Context: an optimization exercise on an open-source flow, tuned for small area. The choices shown serve that exercise and are no tape-out recipe.
In this exercise RTL edits were held to simulation tests only and were not proved equivalent to the original.

==> flow/design.v, too long to show whole: its modules and the start of the top module <==
// module phot_stage: 2124 lines
module phot_stage (
    input  wire        clk,
    input  wire        rst,             
    input  wire [16:0] scale,           
    input  wire        floor_protect,
    input  wire [15:0] nb_gain,         
    input  wire [2:0]  rate,            
    input  wire        maint,           
    input  wire        cfg_we,
    input  wire [8:0]  cfg_addr,
    input  wire [15:0] cfg_wdata,
    input  wire        in_valid,
    input  wire [15:0] in_d,            
    input  wire [15:0] in_m,            
    input  wire        in_h,            
    input  wire [15:0] in_f,            
    input  wire [15:0] in_g,            
    input  wire [1:0]  in_cls,          
    input  wire [3:0]  in_tidx,         
    input  wire        in_probe,        
    input  wire        in_last,         
    output reg         out_valid,
    output reg  [11:0] out_code,
    output wire [2:0]  out_probe,       
    output reg         out_last,
    output reg  [36:0] out_q_in,        
    output reg  [36:0] out_q_out,
    output wire [32:0] out_c_n,
    output wire [32:0] out_c_t
);
  // ...
==> flow/flow/run.sh <==
#!/bin/bash
# The standard layout (standard.sh, standard synthesis unchanged) with two
# changes to how the layout is made:
#  - the input and output ports get buf_1 port buffers;
#  - the post-placement slew repair uses small buffers (flow/smallbuf.tcl).
set -euo pipefail
export BUFFER_PORTS_ARGS="-buffer_cell sky130_fd_sc_hd__buf_1"
export PRE_RESIZE_TCL="$PWD/flow/smallbuf.tcl"
bash standard.sh > standard_flow.log 2>&1
==> flow/flow/smallbuf.tcl <==
# Sourced before the post-placement repair_design step (PRE_RESIZE_TCL):
# repair the slew of long nets with small buffers rather than 6x-16x ones.
set_dont_use [get_lib_cells {sky130_fd_sc_hd__buf_6 sky130_fd_sc_hd__buf_8 sky130_fd_sc_hd__buf_12 sky130_fd_sc_hd__buf_16 sky130_fd_sc_hd__bufbuf_8 sky130_fd_sc_hd__bufbuf_16}]
==> flow/standard.sh <==
#!/bin/bash
# synth_recipe.tcl (not shown) runs the flow's synth.tcl, then flattens the netlist and writes it again
# the make line also repeats each setting of config.mk as NAME=value (left out here)
make -C /OpenROAD-flow-scripts/flow DESIGN_CONFIG=/design/flow/config.mk WORK_HOME=/design/flow/orfs CLKGATE_MAP_FILE= SYNTH_SCRIPT=/design/flow/synth_recipe.tcl "${@:-finish}"
==> flow/config.mk <==
export PLATFORM = sky130hd
export DESIGN_NAME = phot_stage
export DESIGN_NICKNAME = phot_stage
export VERILOG_FILES = /design/flow/design.v
export SDC_FILE = /design/flow/constraint.sdc
export NUM_CORES = 4
export LEC_CHECK = 0
export CAP_MARGIN = 20
export CELL_PAD_IN_SITES_DETAIL_PLACEMENT = 1
export CELL_PAD_IN_SITES_GLOBAL_PLACEMENT = 2
export CORE_MARGIN = 2
export CORE_UTILIZATION = 40
export CTS_CLUSTER_DIAMETER = 80
export CTS_CLUSTER_SIZE = 25
export GPL_TIMING_DRIVEN = 0
export PLACE_DENSITY = 0.55
export SLEW_MARGIN = 20
export SYNTH_MEMORY_MAX_BITS = 8192
==> flow/constraint.sdc <==
create_clock -name core_clock -period 12.0 [get_ports {clk}]
set_input_delay 2.4000 -clock core_clock [delete_from_list [all_inputs] [get_ports {clk}]]
set_output_delay 2.4000 -clock core_clock [all_outputs]
set_load 0.01 [all_outputs]
==> flow_metrics.env, run 1 <==
export IMPL_status="finished with violations"
export IMPL_violatedChecks="negative setup slack"
export IMPL_period_share_pct=100
export IMPL_required_ns=12.89
export IMPL_avgSynthCellArea_sq_um=15.4
export IMPL_hold_path_startpoint="y5_3[11]"
export IMPL_wl_met2_mm=479
export IMPL_cts_root_buf="clkbuf_16"
export IMPL_hpwl_mm=879
export IMPL_synth_seq_cells=4740
export IMPL_drc=0
export IMPL_inverters=609
export IMPL_r2r_start="y7_4[9]"
export IMPL_synth_top_family_by_area="adder cells"
export IMPL_dieArea_sq_um=523000
export IMPL_nClkBuffers=291
export IMPL_multi_input_gates=7491
export IMPL_synth_simple_area_share_pct=8.73
export IMPL_finalSetupViolations=1
export IMPL_dr_pass1_iters=6
export IMPL_nFillCells=50537
export IMPL_synthTopCellsByArea="edfxtp_1, fa_1, dfxtp_1"
export IMPL_vias=153646
export IMPL_fin_ws_ns=-0.0202
export IMPL_synth_net_count=14819
export IMPL_sh_seq_area_pct=58.3
==> inputs of run 2 (changes only) <==
--- a/flow/design.v
+++ b/flow/design.v
@@ -47,30 +47,30 @@
                     kodd[gi] <= wclamp;
         end
         for (gi = 1; gi <= 15; gi = gi + 1) begin : g_pal
             always @(posedge clk)
                 if (wpal && cfg_addr[3:0] == gi)
                     palette[gi] <= cfg_wdata;
         end
     endgenerate
-    function [15:0] rd_even(input [7:0] a);
+    function [15:0] rd_even(input [15:0] lo, input [8:0] hi);
         integer j;
         begin
             rd_even = 16'd0;
             for (j = 0; j <= 128; j = j + 1)
-                rd_even = rd_even | ({16{a == j}} & keven[j]);
+                rd_even = rd_even | ({16{lo[j % 16] & hi[j / 16]}} & keven[j]);
         end
     endfunction
-    function [15:0] rd_odd(input [6:0] a);
+    function [15:0] rd_odd(input [15:0] lo, input [7:0] hi);
         integer j;
         begin
             rd_odd = 16'd0;
             for (j = 0; j < 128; j = j + 1)
-                rd_odd = rd_odd | ({16{a == j}} & kodd[j]);
+                rd_odd = rd_odd | ({16{lo[j % 16] & hi[j / 16]}} & kodd[j]);
         end
     endfunction
     function [15:0] rd_pal(input [3:0] a);
         integer j;
         begin
             rd_pal = 16'd0;
             for (j = 1; j <= 15; j = j + 1)
                 rd_pal = rd_pal | ({16{a == j}} & palette[j]);
@@ -1832,27 +1832,32 @@
     wire p7b_418 = (p7b_362 & p7b_363) | (p7b_362 & (~(y7a_3[15] & nb_gain[13]))) | (p7b_363 & (~(y7a_3[15] & nb_gain[13])));
     wire p7b_419 = p7b_364 ^ (~(y7a_3[14] & nb_gain[15])) ^ (~(y7a_3[15] & nb_gain[14]));
     wire p7b_420 = (p7b_364 & (~(y7a_3[14] & nb_gain[15]))) | (p7b_364 & (~(y7a_3[15] & nb_gain[14]))) | ((~(y7a_3[14] & nb_gain[15])) & (~(y7a_3[15] & nb_gain[14])));
     wire [31:0] p7b = ~{1'b1, p7b_420, p7b_418, p7b_416, p7b_414, p7b_412, p7b_410, p7b_408, p7b_406, p7b_404, p7b_402, p7b_400, p7b_398, p7b_396, p7b_394, p7b_392, p7b_390, p7b_388, p7b_386, p7b_384, p7b_382, p7b_380, p7b_378, p7b_376, p7b_374, p7b_372, p7b_370, p7b_368, p7b_366, p7b_365, (~(y7a_3[0] & nb_gain[1])), (~(y7a_3[0] & nb_gain[0]))} + ~{1'b1, (~(y7a_3[15] & nb_gain[15])), p7b_419, p7b_417, p7b_415, p7b_413, p7b_411, p7b_409, p7b_407, p7b_405, p7b_403, p7b_401, p7b_399, p7b_397, p7b_395, p7b_393, p7b_391, p7b_389, p7b_387, p7b_385, p7b_383, p7b_381, p7b_379, p7b_377, p7b_375, p7b_373, p7b_371, p7b_369, p7b_367, (~(y7a_3[2] & nb_gain[0])), (~(y7a_3[1] & nb_gain[0])), 1'b1};
     wire [15:0] y7b = (p7b[31:30] != 2'd0) ? 16'hFFFF : p7b[29:14];
     wire [15:0] y7  = boost3 ? y7b : y7a_3;
     reg        v4, last4, probe4, masked4, dark4, trump4;
     reg [15:0] y4_4, y5_4, y7_4;
-    reg [7:0]  ei_4;
+    reg [15:0] elo_4, olo_4;
+    reg [8:0]  ehi_4;
+    reg [7:0]  ohi_4;
+    wire [7:0] ei = {1'b0, y7[15:9]} + {7'd0, y7[8]};    
+    wire [6:0] oi = y7[15:9];                             
     always @(posedge clk) begin
         if (rst) v4 <= 1'b0;
         else     v4 <= v3;
-        y4_4 <= y4_3;  y5_4 <= y5_3;  y7_4 <= y7;  ei_4 <= {1'b0, y7[15:9]} + {7'd0, y7[8]};
+        y4_4 <= y4_3;  y5_4 <= y5_3;  y7_4 <= y7;  
+        elo_4 <= 16'd1 << ei[3:0];  ehi_4 <= 9'd1 << ei[7:4];
+        olo_4 <= 16'd1 << oi[3:0];  ohi_4 <= 8'd1 << oi[6:4];
         trump4 <= trump3;
         dark4 <= dark3;  masked4 <= masked3;  probe4 <= probe3;  last4 <= last3;
     end
-    wire [6:0]  oi = y7_4[15:9];
-    wire [15:0] ke = rd_even(ei_4);
-    wire [15:0] ko = rd_odd(oi);
+    wire [15:0] ke = rd_even(elo_4, ehi_4);
+    wire [15:0] ko = rd_odd(olo_4, ohi_4);
     wire [15:0] ta = y7_4[8] ? ko : ke;
     wire [15:0] tb = y7_4[8] ? ke : ko;
     wire [7:0]  tf = y7_4[7:0];
     wire [16:0] dt = {1'b0, tb} - {1'b0, ta};
     wire xi_1 = (~ta[3]) ^ (~(dt[4] & tf[7])) ^ 1'b1;
     wire xi_2 = ((~ta[3]) & (~(dt[4] & tf[7]))) | ((~ta[3]) & 1'b1) | ((~(dt[4] & tf[7])) & 1'b1);
     wire xi_3 = (~ta[4]) ^ (~(dt[5] & tf[7])) ^ 1'b1;
     wire xi_4 = ((~ta[4]) & (~(dt[5] & tf[7]))) | ((~ta[4]) & 1'b1) | ((~(dt[5] & tf[7])) & 1'b1);
==> flow/flow/smallbuf.tcl (replaced) <==
# Sourced before the post-placement repair_design step (PRE_RESIZE_TCL):
# repair the slew of long nets with buf_1/buf_2 buffers rather than 4x-16x ones.
set_dont_use [get_lib_cells {sky130_fd_sc_hd__buf_4 sky130_fd_sc_hd__buf_6 sky130_fd_sc_hd__buf_8 sky130_fd_sc_hd__buf_12 sky130_fd_sc_hd__buf_16 sky130_fd_sc_hd__bufbuf_8 sky130_fd_sc_hd__bufbuf_16}]
--- a/flow/config.mk
+++ b/flow/config.mk
@@ -9,10 +9,11 @@
 export CELL_PAD_IN_SITES_DETAIL_PLACEMENT = 1
 export CELL_PAD_IN_SITES_GLOBAL_PLACEMENT = 2
 export CORE_MARGIN = 2
 export CORE_UTILIZATION = 40
 export CTS_CLUSTER_DIAMETER = 80
 export CTS_CLUSTER_SIZE = 25
 export GPL_TIMING_DRIVEN = 0
 export PLACE_DENSITY = 0.55
+export SETUP_SLACK_MARGIN = 0.7
 export SLEW_MARGIN = 20
 export SYNTH_MEMORY_MAX_BITS = 8192
==> run 2 against run 1 <==
Against the previous run: the run now finishes clean; flip-flop and latch count up 34; non-clock buffer count grew 77; sequential share of layout area increased by 0.73 points; routed wire length decreased by 0.11%; critical path depth is 1 lower; register-to-register slack better by 0.63 ns.
==> flow_metrics.env, run 2 <==
export IMPL_synthMuxAreaShare_pct=0.297
export IMPL_synth_compound_area_share_pct=10.3
export IMPL_clkSinkCount=4774
export IMPL_worstHoldPathType="reg2reg"
export IMPL_wl_per_cell_um=52.2
export IMPL_synth_area_leader_cell="edfxtp_1"
export IMPL_finalSetupViolations=0
export IMPL_cts_tree="built"
export IMPL_yosysWarnings=4
export IMPL_synth_top_family_by_area="adder cells"
export IMPL_avgViaCountPerCell=6.84
export IMPL_final_cell_mix="edfxtp_1, and2_1, a22oi_1"
export IMPL_grt_pass1_wl_mm=1480
export IMPL_skew_ns=0.157
export IMPL_worstReg2RegEnd="out_code[10]"
export IMPL_whs_ns=0.266
export IMPL_wl_mm=1170
export IMPL_clk_latency_ns=1.13
export IMPL_min_period_ns=11.39
export IMPL_avgSynthCellArea_sq_um=15.3
export IMPL_reg2reg_slack_ns=0.61
export IMPL_grt_pass1_vias=143283
export IMPL_ctsHoldBuffers=0
export IMPL_grt_max_degree=68
export IMPL_synth_simple_area_share_pct=8.47
export IMPL_cpMostUsedCell="fa_1"
export IMPL_yosysSeqAreaShare_pct=66.9
export IMPL_path_class="reg2reg"
export IMPL_synth_xor_area_share_pct=0.779
export IMPL_syn_inst=13567
export IMPL_top_register="keven"
export IMPL_final_common_cell="edfxtp_1"
export IMPL_synth_top_area_share_pct=62.9
export IMPL_critPathArrivalTime_ns=12.30
export IMPL_ios=297
export IMPL_max_freq_mhz=87.8
export IMPL_drive_gt1_share_pct=14.1
export IMPL_area_delta_synth_final_pct=13.3
export IMPL_die_h_um=725
export IMPL_cp_slowest_cell="nand4_1"
export IMPL_cts_buffers_inserted=273
export IMPL_cts_root_buf="clkbuf_16"
export IMPL_max_cap_violations=0
export IMPL_worstSetupEndpoint="out_code[10]"
export IMPL_fin_cells=22344
export IMPL_r2r_start="ehi_4[4]"
export IMPL_worst_slew_margin_rel_pct=7.63
export IMPL_synth_edf_count=4352
export IMPL_critPathLaunchType="flop"
export IMPL_drc=0
export IMPL_dr_pass1_iters=8
export IMPL_drv_slew=0
export IMPL_clkTransAtPathRegs_ns=0.09
export IMPL_grt_usage_pct=43.3
export IMPL_core_rowCount=264
export IMPL_r2r_cells=30
export IMPL_synth_ff_type="edfxtp_1"
export IMPL_pre_cts_ws_ns=-1.53
export IMPL_htreeDepth=5
export IMPL_max_stage_delay_ns=0.80
export IMPL_fin_ws_ns=0.612
export IMPL_antenna_found_initial=211
export IMPL_dr_first_iter_drc_count=29043
export IMPL_ys_types=99
export IMPL_dieArea_sq_um=526000
export IMPL_synth_net_count=14944
export IMPL_status="timing/DRC/antenna clean"
export IMPL_synth_seq_cells=4774
export IMPL_hpwl_mm=875
export IMPL_coreArea_sq_um=517000
export IMPL_critPathLaunch="ehi_4[4]"
export IMPL_worst_pin_slew_ns=1.39
export IMPL_synth_common_cells="edfxtp_1, and2_1, a22oi_1"
export IMPL_overflow=0
export IMPL_die_w_um=725
export IMPL_rsz0062_at_grt="no"
export IMPL_vias=152742
export IMPL_synthTopCellsByArea="edfxtp_1, fa_1, dfxtp_1"
export IMPL_critPathMaxFanout=10
export IMPL_period_share_pct=94.9
export IMPL_largest_reg_flops=2064
export IMPL_dp_cells=21516
export IMPL_syn_cell_area_sq_um=208000
export IMPL_required_ns=12.92
export IMPL_synthAdderAreaFrac_pct=10.7
export IMPL_async_flop_share_pct=0
export IMPL_cts_path_max_buffers=4
export IMPL_top_regs="keven (2064), kodd (2048), palette (240)"
export IMPL_nFillCells=50844
export IMPL_finalHoldViolations=0
export IMPL_gp_congestion=0.985
export IMPL_ant_nets=0
export IMPL_floorplan_initialDensity_pct=40.2
export IMPL_finalNetCount=16272
export IMPL_cp_end_kind="flop"
export IMPL_yosysMostFrequentCell="edfxtp_1"
export IMPL_port_buffer_count=289
[run 2: metal layers]
| metal | share of wire, % | routed length, um | vias up | track usage (%) |
|---|---|---|---|---|
| li1 | - | - | 54784 | - |
| met1 | 35 | 406000 | 80354 | 53.1 |
| met2 | 41 | 483000 | 13924 | 60.8 |
| met3 | 14 | 166000 | 3598 | 17.0 |
| met4 | 9.4 | 110000 | 82 | 34.1 |
| met5 | 0.13 | 1520 | - | 0.835 |
[run 2: logic make-up (layout without fill, tap and decap cells)]
logic type | after synthesis | count (layout)
other | 0 | 370
XOR/XNOR | 185 | 185
adder cells (fa/ha/maj) | 1237 | 1237
flip-flops | 4774 | 4774
multiplexers | 60 | 60
buffers and inverters | 1408 | 2899
AO/OA/AOI/OAI | 2713 | 2713
AND/OR/NAND/NOR | 3190 | 3190
[run 2: worst min-delay path by stage]
stage,depth (start not counted),end,from,slack [ns]
final,0,g2[13],g1[13],0.27
after global routing,0,g2[13],g1[13],0.29
after detailed placement,0,g2[3],g1[3],0.31
after CTS,0,g2[13],g1[13],0.29
after global placement,0,boost2,boost1,0.31
after floorplan,0,boost2,boost1,0.31
[run 2: area by class of cell]
cell class	count	area (sq um)	area share, %
sequential	4774	139000	59.1
multi-input combinational	7385	66300	28.2
tap	6916	8650	3.67
clock buffer	287	6950	2.95
timing repair buffer	1053	5180	2.20
buffer	786	3930	1.67
inverter	622	2330	0.991
clock inverter	151	2100	0.893
antenna	370	926	0.393
[run 2: what timing repair did]
| action | CTS | global route |
|---|---|---|
| pin swaps | 24 | 21 |
| endpoints found under the setup margin | 20 | 31 |
| buffers inserted | 9 | 0 |
| resized for setup | 268 | 128 |
[run 2: critical path, delay by kind of cell (launching register included)]
kind                       cells  cell delay (ns)
buffers and inverters          5             1.43
muxes                          1             0.20
AOI/OAI and AO/OA              7             1.96
DFF                            1             0.43
adders and majority gates      6             2.52
and+or+nand+nor               11             4.72
[run 2: through the flow]
stage	cell area (sq um)	setup TNS [ns]	util (%)
4_1_cts	234000	0	45.3
5_1_grt	235000	0	45.5
6_report	236000	0	45.5
2_1_floorplan	208000	0	-
3_5_place_dp	224000	-16.82	43.3
3_3_place_gp	218000	-	42.1

==> port drivers added, routing unchanged <==
No port has a modelled driver above. Below, the same layouts with a new extraction and two added sets of constraints. Step 1 sets driving cells, clkbuf_16 on the clock port and buf_2 on the other inputs (assumed; they add their load-dependent delay and slew). Step 2 times the ports against the registers' clock, not the clock port: input delays grow and output delays shrink by t, the midpoint of the rising clock arrivals with the driver on. a / b / c = ideal / step 1 / step 2; a / b = the first two.
| run | t, ns | setup WS [ns] | latest minus earliest clock arrival (ns) | slew at the worst register clock pin (ns) | worst slew at a driven data input, ns |
|---|---|---|---|---|---|
| run 1 | 1.220 | -0.020 / -0.020 / -0.589 | 0.156 / 0.156 | 0.11 / 0.11 | 0.46 |
| run 2 | 1.164 | 0.612 / 0.612 / -0.076 | 0.200 / 0.200 | 0.11 / 0.11 | 0.42 |
Met with ideal ports but missed after step 2: setup timing in run 2. The setup slack of run 2, which loses most, moves by 0.000 ns with the drivers and by -0.688 ns with both steps.
